This design comes from an exercise in tuning for small area, a short achievable clock period and few clock cycles per item on the open sky130 flow, not from production work.
No run shown here included a check of the RTL's function; only the layout flow was run.
Power and IR drop assume default switching activity.

## flow/design.v (module list and top-level ports; edited modules follow where they fit)
// module warp_offset: 1292 lines
module warp_offset (
    input  wire         clk,
    input  wire         rst,
    input  wire         in_valid,
    output wire         in_ready,
    input  wire [14:0]  in_x,
    input  wire [23:0]  in_row,
    input  wire [23:0]  in_rows,
    input  wire [7:0]   in_pitch,
    input  wire [7:0]   in_beam_slow,
    input  wire [7:0]   in_facet_slow,
    input  wire [7:0]   in_slip,
    input  wire [7:0]   in_scr_w_m1,
    input  wire [7:0]   in_scr_h_m1,
    input  wire [7:0]   in_scr_x0,
    input  wire [7:0]   in_scr_y0,
    output wire [7:0]   node_addr_a,
    output wire [7:0]   node_addr_b,
    input  wire [15:0]  node_data_a,
    input  wire [15:0]  node_data_b,
    output wire [24:0]  src_row_a,
    output wire [24:0]  src_row_b,
    output wire [14:0]  src_col,
    input  wire [7:0]   src_data_a,
    input  wire [7:0]   src_data_b,
    output wire [15:0]  scr_cell,
    input  wire [119:0] scr_data,
    output wire         out_valid,
    input  wire         out_ready,
    output wire [15:0]  out_offset,
    output wire         out_clamp,
    output wire [24:0]  out_ra,
    output wire [4:0]   out_w,
    output wire [24:0]  out_rn,
    output wire [7:0]   out_c,
    output wire [3:0]   out_level
);
  // ...
==> flow/run.sh <==
#!/bin/bash
# synth_recipe.tcl (not shown) runs the flow's synth.tcl, then flattens the netlist and writes it again
# the make line also repeats each setting of config.mk as NAME=value (left out here)
make -C /OpenROAD-flow-scripts/flow DESIGN_CONFIG=/design/flow/config.mk WORK_HOME=/design/flow/orfs CLKGATE_MAP_FILE= SYNTH_SCRIPT=/design/flow/synth_recipe.tcl finish
==> flow/config.mk <==
export PLATFORM = sky130hd
export DESIGN_NAME = warp_offset
export DESIGN_NICKNAME = warp_offset
export VERILOG_FILES = /design/flow/design.v
export SDC_FILE = /design/flow/constraint.sdc
export NUM_CORES = 4
export LEC_CHECK = 0
export CAP_MARGIN = 20
export CORE_MARGIN = 2
export CORE_UTILIZATION = 40
export PLACE_DENSITY = 0.6
export SLEW_MARGIN = 20
==> flow/constraint.sdc <==
create_clock -name core_clock -period 14.0 [get_ports {clk}]
set_input_delay 2.8000 -clock core_clock [delete_from_list [all_inputs] [get_ports {clk}]]
set_output_delay 2.8000 -clock core_clock [all_outputs]
set_load 0.01 [all_outputs]
==> flow_summary.json, run 1 <==
{
  "synth_most_common_cell": "edfxtp_1",
  "p_leak_nw": 51.1,
  "max_freq_ghz": 0.115,
  "status": "timing/DRC/antenna clean",
  "gp_congestion": 0.849,
  "die_area_um2": 271000,
  "drv_cap": 0,
  "ys_top_cells_by_area": "edfxtp_1 (59%), ha_1 (11%), fa_1 (4.7%)",
  "crit_end": "lvl_q18[2]",
  "worst_slew_pin_slew_ps": 1090,
  "muxShareOfSynthArea_pct": 3.73,
  "grt_pass1_vias": 60800,
  "pg_clk_mw": 5.96,
  "async_flop_share_pct": 0,
  "sh_seq_area_pct": 51.5,
  "fin_util_pct": 46.6,
  "postRouteAntennaNets": 0,
  "numCtsBuffers": 225,
  "grt_pass1_wl_mm": 324,
  "clk_path_buf_depth": 3,
  "fin_tns_setup_ps": 0,
  "fillers": 23300,
  "dieHeight_um": 521,
  "worst_path_most_repeated_cell": "fa_1",
  "io_buffers": 481,
  "cp-end-kind": "flop",
  "pg_comb_mw": 16.8,
  "crit_cells": 25,
  "busiest_layer": "met2",
  "power_frac_comb_pct": 50.1,
  "finalWorstSetupSlack_ps": 5270,
  "p_per_area_nw_per_um2": 271
}
==> run 2, diff against run 1 <==
--- a/flow/design.v
+++ b/flow/design.v
@@ -127,30 +127,30 @@
     reg  [23:0] r_q7;
     reg  [23:0] r_q8;
     reg  [23:0] r_q9;
     reg  [23:0] r_q10;
     reg  [23:0] r_q11;
     reg  [23:0] r_q12;
     reg  [23:0] r_q13;
     reg  [23:0] r_q14;
-    wire [7:0] p_w;
-    reg  [7:0] p_q1;
-    reg  [7:0] p_q2;
-    reg  [7:0] p_q3;
-    reg  [7:0] p_q4;
-    reg  [7:0] p_q5;
-    reg  [7:0] p_q6;
-    reg  [7:0] p_q7;
-    reg  [7:0] p_q8;
-    reg  [7:0] p_q9;
-    reg  [7:0] p_q10;
-    reg  [7:0] p_q11;
-    reg  [7:0] p_q12;
-    reg  [7:0] p_q13;
+    wire [6:0] pm_w;
+    reg  [6:0] pm_q1;
+    reg  [6:0] pm_q2;
+    reg  [6:0] pm_q3;
+    reg  [6:0] pm_q4;
+    reg  [6:0] pm_q5;
+    reg  [6:0] pm_q6;
+    reg  [6:0] pm_q7;
+    reg  [6:0] pm_q8;
+    reg  [6:0] pm_q9;
+    reg  [6:0] pm_q10;
+    reg  [6:0] pm_q11;
+    reg  [6:0] pm_q12;
+    reg  [6:0] pm_q13;
     wire [9:0] s3_w;
     reg  [9:0] s3_q1;
     reg  [9:0] s3_q2;
     reg  [9:0] s3_q3;
     reg  [9:0] s3_q4;
     reg  [9:0] s3_q5;
     wire [7:0] wm1_w;
     reg  [7:0] wm1_q1;
@@ -283,16 +283,22 @@
     reg  [16:0] nap_q6;
     reg  [16:0] nap_q7;
     reg  [16:0] nap_q8;
     reg  [16:0] nap_q9;
     reg  [16:0] nap_q10;
     reg  [16:0] nap_q11;
     reg  [16:0] nap_q12;
     reg  [16:0] nap_q13;
+    wire [6:0] hh_w;
+    reg  [6:0] hh_q1;
+    reg  [6:0] hh_q2;
+    reg  [6:0] hh_q3;
+    reg  [6:0] hh_q4;
+    reg  [6:0] hh_q5;
     wire [7:0] add_w;
     reg  [7:0] add_q6;
     wire [22:0] v_w;
     wire [6:0] vr0_w;
     reg  [6:0] vr0_q7;
     wire [0:0] vb15_w;
     reg  [0:0] vb15_q7;
     wire [0:0] vb14_w;
@@ -504,24 +510,24 @@
     reg  [24:0] ra_q17;
     reg  [24:0] ra_q18;
     wire [0:0] ina_w;
     reg  [0:0] ina_q15;
     reg  [0:0] ina_q16;
     wire [0:0] inb_w;
     reg  [0:0] inb_q15;
     reg  [0:0] inb_q16;
+    wire [7:0] sda_d_w;
     wire [7:0] sda_w;
+    wire [7:0] sdb_d_w;
     wire [7:0] sdb_w;
     wire [7:0] sa_w;
     wire [7:0] sb_w;
-    wire [12:0] pa_d_w;
     wire [12:0] pa_w;
     reg  [12:0] pa_q17;
-    wire [12:0] pb_d_w;
     wire [12:0] pb_w;
     reg  [12:0] pb_q17;
     wire [9:0] xd_t0_w;
     wire [0:0] xd_q0_w;
     wire [0:0] xd_r0_w;
     wire [9:0] xd_t1_w;
     wire [0:0] xd_q1_w;
     wire [1:0] xd_r1_w;
@@ -673,68 +679,69 @@
     wire [12:0] csum2_w;
     wire [7:0] c_w;
     reg  [7:0] c_q18;
     wire [3:0] lvl_d_w;
     wire [3:0] lvl_w;
     reg  [3:0] lvl_q18;
     reg  [15:0] na_h;
     reg  [15:0] nb_h;
-    reg  [12:0] pa_h;
-    reg  [12:0] pb_h;
+    reg  [7:0] sda_h;
+    reg  [7:0] sdb_h;
     reg  [3:0] lvl_h;
     assign x_w = in_x;
     assign r_w = in_row;
-    assign p_w = (in_pitch < 8'd16) ? 8'd16 : (in_pitch > 8'd128) ? 8'd128 : in_pitch;
+    assign pm_w = (in_pitch < 8'd16) ? 7'd15 : (in_pitch > 8'd128) ? 7'd127 : 7'(in_pitch - 8'd1);
     assign s3_w = {{2{in_beam_slow[7]}}, in_beam_slow} + {{2{in_facet_slow[7]}}, in_facet_slow} + {{2{in_slip[7]}}, in_slip};
     assign wm1_w = in_scr_w_m1;
     assign hm1_w = in_scr_h_m1;
     assign s9x_w = {1'b0, in_x[7:0]} + {1'b0, in_scr_x0};
     assign s9y_w = {1'b0, in_row[7:0]} + {1'b0, in_scr_y0};
     assign dr25_w = {1'b0, in_rows} - {1'b0, in_row};
     assign dr_w = ($signed(dr25_w) > 25'sd65) ? 8'd65 : ($signed(dr25_w) < -25'sd65) ? 8'hBF : dr25_w[7:0];
-    assign sathi_w = {1'b0, x_w[14:8]} >= p_w;
+    assign sathi_w = x_w[14:8] > pm_w;
     assign kr0_w = x_w[14:8];
-    assign kd_t0_w = {1'b0, 8'({kr0_w, x_w[7]})} - {1'b0, p_w};
+    assign kd_t0_w = {1'b0, 8'({kr0_w, x_w[7]})} + {2'b11, ~pm_w};
     assign kd_q0_w = ~kd_t0_w[8];
     assign kd_r0_w = kd_q0_w ? kd_t0_w[6:0] : 7'({kr0_w, x_w[7]});
-    assign kd_t1_w = {1'b0, 8'({kd_r0_q1, x_q1[6]})} - {1'b0, p_q1};
+    assign kd_t1_w = {1'b0, 8'({kd_r0_q1, x_q1[6]})} + {2'b11, ~pm_q1};
     assign kd_q1_w = ~kd_t1_w[8];
     assign kd_r1_w = kd_q1_w ? kd_t1_w[6:0] : 7'({kd_r0_q1, x_q1[6]});
-    assign kd_t2_w = {1'b0, 8'({kd_r1_w, x_q1[5]})} - {1'b0, p_q1};
+    assign kd_t2_w = {1'b0, 8'({kd_r1_w, x_q1[5]})} + {2'b11, ~pm_q1};
     assign kd_q2_w = ~kd_t2_w[8];
     assign kd_r2_w = kd_q2_w ? kd_t2_w[6:0] : 7'({kd_r1_w, x_q1[5]});
-    assign kd_t3_w = {1'b0, 8'({kd_r2_w, x_q1[4]})} - {1'b0, p_q1};
+    assign kd_t3_w = {1'b0, 8'({kd_r2_w, x_q1[4]})} + {2'b11, ~pm_q1};
     assign kd_q3_w = ~kd_t3_w[8];
     assign kd_r3_w = kd_q3_q2 ? kd_t3_q2[6:0] : 7'({kd_r2_q2, x_q2[4]});
-    assign kd_t4_w = {1'b0, 8'({kd_r3_w, x_q2[3]})} - {1'b0, p_q2};
+    assign kd_t4_w = {1'b0, 8'({kd_r3_w, x_q2[3]})} + {2'b11, ~pm_q2};
     assign kd_q4_w = ~kd_t4_w[8];
     assign kd_r4_w = kd_q4_w ? kd_t4_w[6:0] : 7'({kd_r3_w, x_q2[3]});
-    assign kd_t5_w = {1'b0, 8'({kd_r4_w, x_q2[2]})} - {1'b0, p_q2};
+    assign kd_t5_w = {1'b0, 8'({kd_r4_w, x_q2[2]})} + {2'b11, ~pm_q2};
     assign kd_q5_w = ~kd_t5_w[8];
     assign kd_r5_w = kd_q5_w ? kd_t5_w[6:0] : 7'({kd_r4_w, x_q2[2]});
-    assign kd_t6_w = {1'b0, 8'({kd_r5_q3, x_q3[1]})} - {1'b0, p_q3};
+    assign kd_t6_w = {1'b0, 8'({kd_r5_q3, x_q3[1]})} + {2'b11, ~pm_q3};
     assign kd_q6_w = ~kd_t6_w[8];
     assign kd_r6_w = kd_q6_w ? kd_t6_w[6:0] : 7'({kd_r5_q3, x_q3[1]});
-    assign kd_t7_w = {1'b0, 8'({kd_r6_w, x_q3[0]})} - {1'b0, p_q3};
+    assign kd_t7_w = {1'b0, 8'({kd_r6_w, x_q3[0]})} + {2'b11, ~pm_q3};
     assign kd_q7_w = ~kd_t7_w[8];
     assign kd_r7_w = kd_q7_w ? kd_t7_w[6:0] : 7'({kd_r6_w, x_q3[0]});
     assign k_w = {kd_q0_q3, kd_q1_q3, kd_q2_q3, kd_q3_q3, kd_q4_q3, kd_q5_q3, kd_q6_w, kd_q7_w};
     assign sat_w = sathi_q3 | (k_w == 8'hFF);
     assign fr_w = sat_w ? 7'd0 : kd_r7_w;
-    assign a1_w = {1'b0, fr_q4} + {2'b0, p_q4[7:1] - 7'd1 + {6'd0, p_q4[0]}};
+    assign a1_w = {1'b0, fr_q4} + {2'b0, pm_q4[6:1]};
     assign na_d_w = node_data_a;
     assign na_w = hv ? na_h : na_d_w;
     assign nb_d_w = node_data_b;
     assign nb_w = hv ? nb_h : nb_d_w;
     assign d_w = {nb_w[15], nb_w} - {na_w[15], na_w};
     assign s_w = d_w[16];
     assign du_w = d_w[15:0] ^ {16{s_w}};
     assign nap_w = {na_w[15], na_w} + {{7{s3_q5[9]}}, s3_q5};
-    assign add_w = s_w ? a1_q5 : {1'b0, p_q5[7:1]};
+    assign hh_w = {1'b0, pm_w[6:1]} + {6'd0, pm_w[0]};
+    assign add_w = s_w ? a1_q5 : {1'b0, hh_q5};
     assign v_w = {7'd0, du_q6} * {16'd0, fr_q6} + {15'd0, add_q6};
     assign vr0_w = v_w[22:16];
     assign vb15_w = v_w[15];
     assign vb14_w = v_w[14];
     assign vb13_w = v_w[13];
     assign vb12_w = v_w[12];
     assign vb11_w = v_w[11];
     assign vb10_w = v_w[10];
@@ -743,82 +750,82 @@
     assign vb7_w = v_w[7];
     assign vb6_w = v_w[6];
     assign vb5_w = v_w[5];
     assign vb4_w = v_w[4];
     assign vb3_w = v_w[3];
     assign vb2_w = v_w[2];
     assign vb1_w = v_w[1];
     assign vb0_w = v_w[0];
-    assign qd_t0_w = {1'b0, 8'({vr0_q7, vb15_q7})} - {1'b0, p_q7};
+    assign qd_t0_w = {1'b0, 8'({vr0_q7, vb15_q7})} + {2'b11, ~pm_q7};
     assign qd_q0_w = ~qd_t0_w[8];
     assign qd_r0_w = qd_q0_w ? qd_t0_w[6:0] : 7'({vr0_q7, vb15_q7});
-    assign qd_t1_w = {1'b0, 8'({qd_r0_w, vb14_q7})} - {1'b0, p_q7};
+    assign qd_t1_w = {1'b0, 8'({qd_r0_w, vb14_q7})} + {2'b11, ~pm_q7};
     assign qd_q1_w = ~qd_t1_w[8];
     assign qd_r1_w = qd_q1_w ? qd_t1_w[6:0] : 7'({qd_r0_w, vb14_q7});
-    assign qd_t2_w = {1'b0, 8'({qd_r1_w, vb13_q7})} - {1'b0, p_q7};
+    assign qd_t2_w = {1'b0, 8'({qd_r1_w, vb13_q7})} + {2'b11, ~pm_q7};
     assign qd_q2_w = ~qd_t2_w[8];
     assign qd_r2_w = qd_q2_q8 ? qd_t2_q8[6:0] : 7'({qd_r1_q8, vb13_q8});
-    assign qd_t3_w = {1'b0, 8'({qd_r2_w, vb12_q8})} - {1'b0, p_q8};
+    assign qd_t3_w = {1'b0, 8'({qd_r2_w, vb12_q8})} + {2'b11, ~pm_q8};
     assign qd_q3_w = ~qd_t3_w[8];
     assign qd_r3_w = qd_q3_w ? qd_t3_w[6:0] : 7'({qd_r2_w, vb12_q8});
-    assign qd_t4_w = {1'b0, 8'({qd_r3_w, vb11_q8})} - {1'b0, p_q8};
+    assign qd_t4_w = {1'b0, 8'({qd_r3_w, vb11_q8})} + {2'b11, ~pm_q8};
     assign qd_q4_w = ~qd_t4_w[8];
     assign qd_r4_w = qd_q4_w ? qd_t4_w[6:0] : 7'({qd_r3_w, vb11_q8});
-    assign qd_t5_w = {1'b0, 8'({qd_r4_q9, vb10_q9})} - {1'b0, p_q9};
+    assign qd_t5_w = {1'b0, 8'({qd_r4_q9, vb10_q9})} + {2'b11, ~pm_q9};
     assign qd_q5_w = ~qd_t5_w[8];
     assign qd_r5_w = qd_q5_w ? qd_t5_w[6:0] : 7'({qd_r4_q9, vb10_q9});
-    assign qd_t6_w = {1'b0, 8'({qd_r5_w, vb9_q9})} - {1'b0, p_q9};
+    assign qd_t6_w = {1'b0, 8'({qd_r5_w, vb9_q9})} + {2'b11, ~pm_q9};
     assign qd_q6_w = ~qd_t6_w[8];
     assign qd_r6_w = qd_q6_w ? qd_t6_w[6:0] : 7'({qd_r5_w, vb9_q9});
-    assign qd_t7_w = {1'b0, 8'({qd_r6_w, vb8_q9})} - {1'b0, p_q9};
+    assign qd_t7_w = {1'b0, 8'({qd_r6_w, vb8_q9})} + {2'b11, ~pm_q9};
     assign qd_q7_w = ~qd_t7_w[8];
     assign qd_r7_w = qd_q7_q10 ? qd_t7_q10[6:0] : 7'({qd_r6_q10, vb8_q10});
-    assign qd_t8_w = {1'b0, 8'({qd_r7_w, vb7_q10})} - {1'b0, p_q10};
+    assign qd_t8_w = {1'b0, 8'({qd_r7_w, vb7_q10})} + {2'b11, ~pm_q10};
     assign qd_q8_w = ~qd_t8_w[8];
     assign qd_r8_w = qd_q8_w ? qd_t8_w[6:0] : 7'({qd_r7_w, vb7_q10});
-    assign qd_t9_w = {1'b0, 8'({qd_r8_w, vb6_q10})} - {1'b0, p_q10};
+    assign qd_t9_w = {1'b0, 8'({qd_r8_w, vb6_q10})} + {2'b11, ~pm_q10};
     assign qd_q9_w = ~qd_t9_w[8];
     assign qd_r9_w = qd_q9_w ? qd_t9_w[6:0] : 7'({qd_r8_w, vb6_q10});
-    assign qd_t10_w = {1'b0, 8'({qd_r9_q11, vb5_q11})} - {1'b0, p_q11};
+    assign qd_t10_w = {1'b0, 8'({qd_r9_q11, vb5_q11})} + {2'b11, ~pm_q11};
     assign qd_q10_w = ~qd_t10_w[8];
     assign qd_r10_w = qd_q10_w ? qd_t10_w[6:0] : 7'({qd_r9_q11, vb5_q11});
-    assign qd_t11_w = {1'b0, 8'({qd_r10_w, vb4_q11})} - {1'b0, p_q11};
+    assign qd_t11_w = {1'b0, 8'({qd_r10_w, vb4_q11})} + {2'b11, ~pm_q11};
     assign qd_q11_w = ~qd_t11_w[8];
     assign qd_r11_w = qd_q11_w ? qd_t11_w[6:0] : 7'({qd_r10_w, vb4_q11});
-    assign qd_t12_w = {1'b0, 8'({qd_r11_w, vb3_q11})} - {1'b0, p_q11};
+    assign qd_t12_w = {1'b0, 8'({qd_r11_w, vb3_q11})} + {2'b11, ~pm_q11};
     assign qd_q12_w = ~qd_t12_w[8];
     assign qd_r12_w = qd_q12_q12 ? qd_t12_q12[6:0] : 7'({qd_r11_q12, vb3_q12});
-    assign qd_t13_w = {1'b0, 8'({qd_r12_w, vb2_q12})} - {1'b0, p_q12};
+    assign qd_t13_w = {1'b0, 8'({qd_r12_w, vb2_q12})} + {2'b11, ~pm_q12};
     assign qd_q13_w = ~qd_t13_w[8];
     assign qd_r13_w = qd_q13_w ? qd_t13_w[6:0] : 7'({qd_r12_w, vb2_q12});
-    assign qd_t14_w = {1'b0, 8'({qd_r13_w, vb1_q12})} - {1'b0, p_q12};
+    assign qd_t14_w = {1'b0, 8'({qd_r13_w, vb1_q12})} + {2'b11, ~pm_q12};
     assign qd_q14_w = ~qd_t14_w[8];
     assign qd_r14_w = qd_q14_w ? qd_t14_w[6:0] : 7'({qd_r13_w, vb1_q12});
-    assign qd_t15_w = {1'b0, 8'({qd_r14_q13, vb0_q13})} - {1'b0, p_q13};
+    assign qd_t15_w = {1'b0, 8'({qd_r14_q13, vb0_q13})} + {2'b11, ~pm_q13};
     assign qd_q15_w = ~qd_t15_w[8];
     assign qd_r15_w = qd_q15_w ? qd_t15_w[6:0] : 7'({qd_r14_q13, vb0_q13});
     assign qm_w = {qd_q0_q13, qd_q1_q13, qd_q2_q13, qd_q3_q13, qd_q4_q13, qd_q5_q13, qd_q6_q13, qd_q7_q13, qd_q8_q13, qd_q9_q13, qd_q10_q13, qd_q11_q13, qd_q12_q13, qd_q13_q13, qd_q14_q13, qd_q15_w};
     assign sum_w = nap_q13 + {s_q13, qm_w ^ {16{s_q13}}} + {16'd0, s_q13};
     assign chi_w = ~sum_w[16] & (sum_w[15:11] != 5'd0);
     assign clo_w = sum_w[16] & (sum_w[15:11] != 5'h1F);
     assign o_w = chi_w ? 12'h7FF : clo_w ? 12'h800 : sum_w[11:0];
     assign clamp_w = chi_w | clo_w;
     assign ra26_w = {2'b0, r_q14} + {{19{o_q14[11]}}, o_q14[11:5]};
     assign ra_w = ra26_w[24:0];
     assign ina_w = ~ra26_w[25] & ($signed(dr_q14) > $signed(o_q14[11:5]));
     assign inb_w = (~ra26_w[25] | (&ra26_w)) & ($signed({dr_q14[7], dr_q14}) > $signed({{2{o_q14[11]}}, o_q14[11:5]}) + 9'sd1);
-    assign sda_w = src_data_a;
-    assign sdb_w = src_data_b;
+    assign sda_d_w = src_data_a;
+    assign sda_w = hv ? sda_h : sda_d_w;
+    assign sdb_d_w = src_data_b;
+    assign sdb_w = hv ? sdb_h : sdb_d_w;
     assign sa_w = ina_q16 ? sda_w : 8'd0;
     assign sb_w = inb_q16 ? sdb_w : 8'd0;
-    assign pa_d_w = {5'd0, sa_w} * (13'd32 - {8'd0, o_q16[4:0]});
-    assign pa_w = hv ? pa_h : pa_d_w;
-    assign pb_d_w = {5'd0, sb_w} * {8'd0, o_q16[4:0]};
-    assign pb_w = hv ? pb_h : pb_d_w;
+    assign pa_w = {5'd0, sa_w} * (13'd32 - {8'd0, o_q16[4:0]});
+    assign pb_w = {5'd0, sb_w} * {8'd0, o_q16[4:0]};
     assign xd_t0_w = {1'b0, 9'(x_w[14])} + {2'b11, ~wm1_w};
     assign xd_q0_w = ~xd_t0_w[9];
     assign xd_r0_w = xd_q0_w ? xd_t0_w[0:0] : 1'(x_w[14]);
     assign xd_t1_w = {1'b0, 9'({xd_r0_w, x_w[13]})} + {2'b11, ~wm1_w};
     assign xd_q1_w = ~xd_t1_w[9];
     assign xd_r1_w = xd_q1_w ? xd_t1_w[1:0] : 2'({xd_r0_w, x_w[13]});
     assign xd_t2_w = {1'b0, 9'({xd_r1_w, x_w[12]})} + {2'b11, ~wm1_w};
     assign xd_q2_w = ~xd_t2_w[9];
@@ -964,29 +971,29 @@
             r_q7 <= r_q6;
             r_q8 <= r_q7;
             r_q9 <= r_q8;
             r_q10 <= r_q9;
             r_q11 <= r_q10;
             r_q12 <= r_q11;
             r_q13 <= r_q12;
             r_q14 <= r_q13;
-            p_q1 <= p_w;
-            p_q2 <= p_q1;
-            p_q3 <= p_q2;
-            p_q4 <= p_q3;
-            p_q5 <= p_q4;
-            p_q6 <= p_q5;
-            p_q7 <= p_q6;
-            p_q8 <= p_q7;
-            p_q9 <= p_q8;
-            p_q10 <= p_q9;
-            p_q11 <= p_q10;
-            p_q12 <= p_q11;
-            p_q13 <= p_q12;
+            pm_q1 <= pm_w;
+            pm_q2 <= pm_q1;
+            pm_q3 <= pm_q2;
+            pm_q4 <= pm_q3;
+            pm_q5 <= pm_q4;
+            pm_q6 <= pm_q5;
+            pm_q7 <= pm_q6;
+            pm_q8 <= pm_q7;
+            pm_q9 <= pm_q8;
+            pm_q10 <= pm_q9;
+            pm_q11 <= pm_q10;
+            pm_q12 <= pm_q11;
+            pm_q13 <= pm_q12;
             s3_q1 <= s3_w;
             s3_q2 <= s3_q1;
             s3_q3 <= s3_q2;
             s3_q4 <= s3_q3;
             s3_q5 <= s3_q4;
             wm1_q1 <= wm1_w;
             wm1_q2 <= wm1_q1;
             wm1_q3 <= wm1_q2;
@@ -1074,16 +1081,21 @@
             nap_q6 <= nap_w;
             nap_q7 <= nap_q6;
             nap_q8 <= nap_q7;
             nap_q9 <= nap_q8;
             nap_q10 <= nap_q9;
             nap_q11 <= nap_q10;
             nap_q12 <= nap_q11;
             nap_q13 <= nap_q12;
+            hh_q1 <= hh_w;
+            hh_q2 <= hh_q1;
+            hh_q3 <= hh_q2;
+            hh_q4 <= hh_q3;
+            hh_q5 <= hh_q4;
             add_q6 <= add_w;
             vr0_q7 <= vr0_w;
             vb15_q7 <= vb15_w;
             vb14_q7 <= vb14_w;
             vb13_q7 <= vb13_w;
             vb13_q8 <= vb13_q7;
             vb12_q7 <= vb12_w;
             vb12_q8 <= vb12_q7;
@@ -1266,18 +1278,18 @@
             clamp_q18 <= sv ? clamp_s : clamp_q17;
             ra_q18 <= sv ? ra_s : ra_q17;
             c_q18 <= sv ? c_s : c_w;
             lvl_q18 <= sv ? lvl_s : lvl_w;
         end
         if (!adv && !hv) begin
             na_h <= na_d_w;
             nb_h <= nb_d_w;
-            pa_h <= pa_d_w;
-            pb_h <= pb_d_w;
+            sda_h <= sda_d_w;
+            sdb_h <= sdb_d_w;
             lvl_h <= lvl_d_w;
         end
     end
     assign node_addr_a = sat_q4 ? 8'hFF : k_q4;
     assign node_addr_b = k_q4 + 8'd1;
     assign src_row_a = ra_q15;
     assign src_row_b = ra_q15 + 25'd1;
     assign src_col = x_q15;
==> flow/config.mk (replaced) <==
export PLATFORM = sky130hd
export DESIGN_NAME = warp_offset
export DESIGN_NICKNAME = warp_offset
export VERILOG_FILES = /design/flow/design.v
export SDC_FILE = /design/flow/constraint.sdc
export NUM_CORES = 4
export LEC_CHECK = 0
export CAP_MARGIN = 20
export CORE_MARGIN = 2
export CORE_UTILIZATION = 60
export CTS_BUF_LIST = sky130_fd_sc_hd__clkbuf_4 sky130_fd_sc_hd__clkbuf_8
export PLACE_DENSITY = 0.72
export SLEW_MARGIN = 20
==> run 2 against run 1 <==
Against the previous run: power fell by 3.9%; flip-flop and latch count rose by 12; setup slack improved by 720 ps; register-to-register slack improved by 720 ps; clock skew rose by 9.2 ps.
==> flow_summary.json, run 2 <==
{
  "synth_enable_flop_cells": 2121,
  "crit_start": "pa_q17[2]",
  "synth_most_common_cell": "edfxtp_1",
  "rsz0062_at_grt": "no",
  "root_buffer": "clkbuf_8",
  "holdWs_ps": 357,
  "num_vias": 59600,
  "dp_cells": 10500,
  "core-area_um2": 176000,
  "ys_top_cells_by_area": "edfxtp_1 (60%), ha_1 (10%), fa_1 (4.7%)",
  "synthFlopType": "edfxtp_1",
  "rows": 154,
  "drive_gt1_share_pct": 9.93,
  "fin_util_pct": 68.8,
  "min-delay-path-class": "reg2reg",
  "dp_slack_ps": 5290,
  "drv_cap": 0,
  "hold_viol": 0,
  "cts_tree": "done",
  "cp-end-kind": "flop",
  "clk-insertion-delay-late_ps": 1090,
  "critPathLaunchType": "flop",
  "drt-vias-per-instance": 5.37,
  "cts_sinks": 2141,
  "ys_top_cells_by_count": "edfxtp_1 (2,121), inv_1 (931), ha_1 (878), a21oi_1 (444), xnor2_1 (385)",
  "cts_hold_buf": 0,
  "synthAdderAreaFrac_pct": 15.0,
  "slowest_delay_ps": 550,
  "dieWidth_um": 426,
  "die_area_um2": 181000,
  "area_delta_synth_final_pct": 13.7,
  "numCtsBuffers": 357,
  "initial_core_util_pct": 60.5,
  "setup_viol": 0,
  "worst_path_most_repeated_cell": "fa_1",
  "sw_frac_of_total_pct": 36.9,
  "yosysTopAreaCell": "edfxtp_1",
  "ys_warn_count": 1,
  "p_clk_share_pct": 16.2,
  "crit_arrival_ps": 8790,
  "worst_r2r_endpoint": "lvl_q18[2]",
  "slowest_stage": "fa_1",
  "max_freq_ghz": 0.125,
  "yosysSeqAreaShare_pct": 60.1,
  "mostFrequentLayoutCell": "edfxtp_1",
  "crit-reg2reg-launch": "pa_q17[2]",
  "drt-total-wl_mm": 194,
  "p_switching_mw": 11.9,
  "gr-total-overflow": 0,
  "p_leak_nw": 51.1,
  "slew-limit-headroom_pct": 30.0,
  "synth_top_area_share_pct": 59.7,
  "hp-start": "r_q13[16]",
  "rr_worst_depth": 31,
  "seq_power_share_pct": 33.4,
  "stdcell_area_um2": 121000,
  "multiInputGateArea_um2": 38800,
  "final_nets": 9945,
  "path_max_fanout": 17,
  "final_cells": 11100,
  "timing.final.max_slew_violations": 0,
  "fin_crit_ps": 8010,
  "drt-pass1-iter-count": 5,
  "synthesis.instances": 7712,
  "dieHeight_um": 426,
  "grt_pass1_vias": 61100,
  "drtIter0Drc": 3538,
  "post_cts_resized": 0,
  "finalWorstSetupSlack_ps": 5990,
  "power_mw": 32.2,
  "syn_nets": 9140,
  "grt_pass1_wl_mm": 312,
  "clk_pin_slew_ps": 60,
  "io_buffers": 481,
  "ff_latch_area_um2": 64100,
  "irDropWorstVdd_mv": 0.403,
  "final_cell_mix": "edfxtp_1 (2,121), inv_1 (930), ha_1 (878)",
  "pin_count": 482,
  "avgSynthCellArea_um2": 13.8,
  "cts_setup_buffers": 0,
  "critical_path_required_ps": 14780,
  "whs_endpoint": "r_q14[16]",
  "synth_xor_area_share_pct": 4.33,
  "ys_ff_latch": 2141,
  "post_dp_cell_area_um2": 115000,
  "synth_compound_area_share_pct": 7.29,
  "p_per_area_nw_per_um2": 265,
  "synth_top_family_by_area": "adder cells",
  "postRouteAntennaNets": 0,
  "crit_family": "adder cells",
  "intPower_mw": 20.3,
  "worst_slew_pin_slew_ps": 1050,
  "crit_buf_inv": 4,
  "antenna_found_initial": 8,
  "status": "timing/DRC/antenna clean",
  "gr-usage-all-layers_pct": 21.6,
  "min_path_cells": 0,
  "finClkSkew_ps": 79.2,
  "fillers": 12300,
  "async_flop_share_pct": 0,
  "synth_cell_types": 80,
  "muxShareOfSynthArea_pct": 3.75,
  "syn_area_um2": 107000,
  "yosys.area_share.simple_pct": 5.94,
  "fin_tns_setup_ps": 0,
  "gp_congestion": 0.872,
  "grt_max_degree": 209,
  "r2r_slack_ps": 5990,
  "drc_errors": 0,
  "detail_route.wl_per_cell_um": 17.5,
  "dp_hpwl_mm": 141,
  "cts_max_level": 5,
  "power_frac_comb_pct": 50.4,
  "post-route-period-util_pct": 57.2,
  "clk_path_buf_depth": 4,
  "critPathKind": "reg2reg"
}
==> run 2: cell types whose count changed in the layout (fill, tap and decap cells not counted), sizes merged, moves of 24 or more <==
| cell | delta |
|---|---|
| nor2 | +33 |
| and2 | +25 |
| nand2b | -35 |
| clkbuf | +210 |
| ha | -24 |
| a21o | -41 |
| and3 | -25 |
| inv | +33 |
==> run 2: layer usage <==
metal / vias up / GRT usage (%) / wire length (µm)
li1: 29400 / - / -
met3: 367 / 3.84 / 8660
met4: 2 / 8.09 / 5840
met2: 1214 / 36.5 / 95500
met1: 28600 / 28.0 / 83800
met5: - / 0 / 13
==> run 2: area by class of cell <==
cell class	count	area share, %
Antenna cell	3	0.00619
Tap cell	2340	2.41
Sequential cell	2141	52.8
Timing Repair Buffer	520	4.29
Multi-Input combinational cell	4565	32.0
Clock buffer	476	4.82
Inverter	932	2.89
Clock inverter	128	0.723
==> run 2: how the worst max path moves through the flow <==
| stage | depth (start not counted) | end |
|---|---|---|
| global route | 31 | lvl_q18[2] |
| CTS | 31 | lvl_q18[2] |
| global placement | 23 | lvl_q18[2] |
| finish | 31 | lvl_q18[2] |
| floorplan | 4 | lvl_h[0] |
| detailed placement | 23 | lvl_q18[2] |
==> run 2: power by group through the flow <==
stage	Combinational [mW]	Sequential, mW	Clock, mW
3_3_place_gp	15.7	10.8	0
5_1_grt	18.5	10.9	5.66
4_1_cts	16.4	10.8	5.40
6_report	16.2	10.7	5.22
2_1_floorplan	12.4	10.4	0
3_5_place_dp	16.2	10.9	0
==> run 2: logic make-up (layout without fill, tap and decap cells) <==
logic type                 Yosys count  count (layout)
xor gates and xnor gates           527             527
buffers and inverters             1006            2056
DFF                               2141            2141
adders and majority gates         1129            1129
and+or+nand+nor                   1295            1295
AOI/OAI and AO/OA                 1247            1247
muxes                              367             367
other                                0               3

[what the ideal ports hide]
No port has a modelled driver above. Below, the same layouts with a new extraction and two added sets of constraints. Step 1, drivers: a clkbuf_16 drives clk and a buf_2 each remaining input, both assumed. Step 2 moves the port delays by t, midway between the first and last clock arrival at a register: inputs arrive t later, outputs are due t later. That takes back most of the time a late clock gives input paths. a / b / c = no drivers / after step 1 / after step 2; a / b = the first two.
| run | t, ns | setup WS [ns] | clock arrival spread, ns |
|---|---|---|---|
| run 1 | 0.938 | 5.272 / 5.272 / 5.181 | 0.075 / 0.075 |
| run 2 | 1.126 | 5.992 / 5.992 / 5.305 | 0.090 / 0.090 |
After both steps setup and hold are still met in every run listed. For run 2, which loses most, drivers alone change the setup slack by 0.000 ns; drivers and shift together by -0.687 ns.
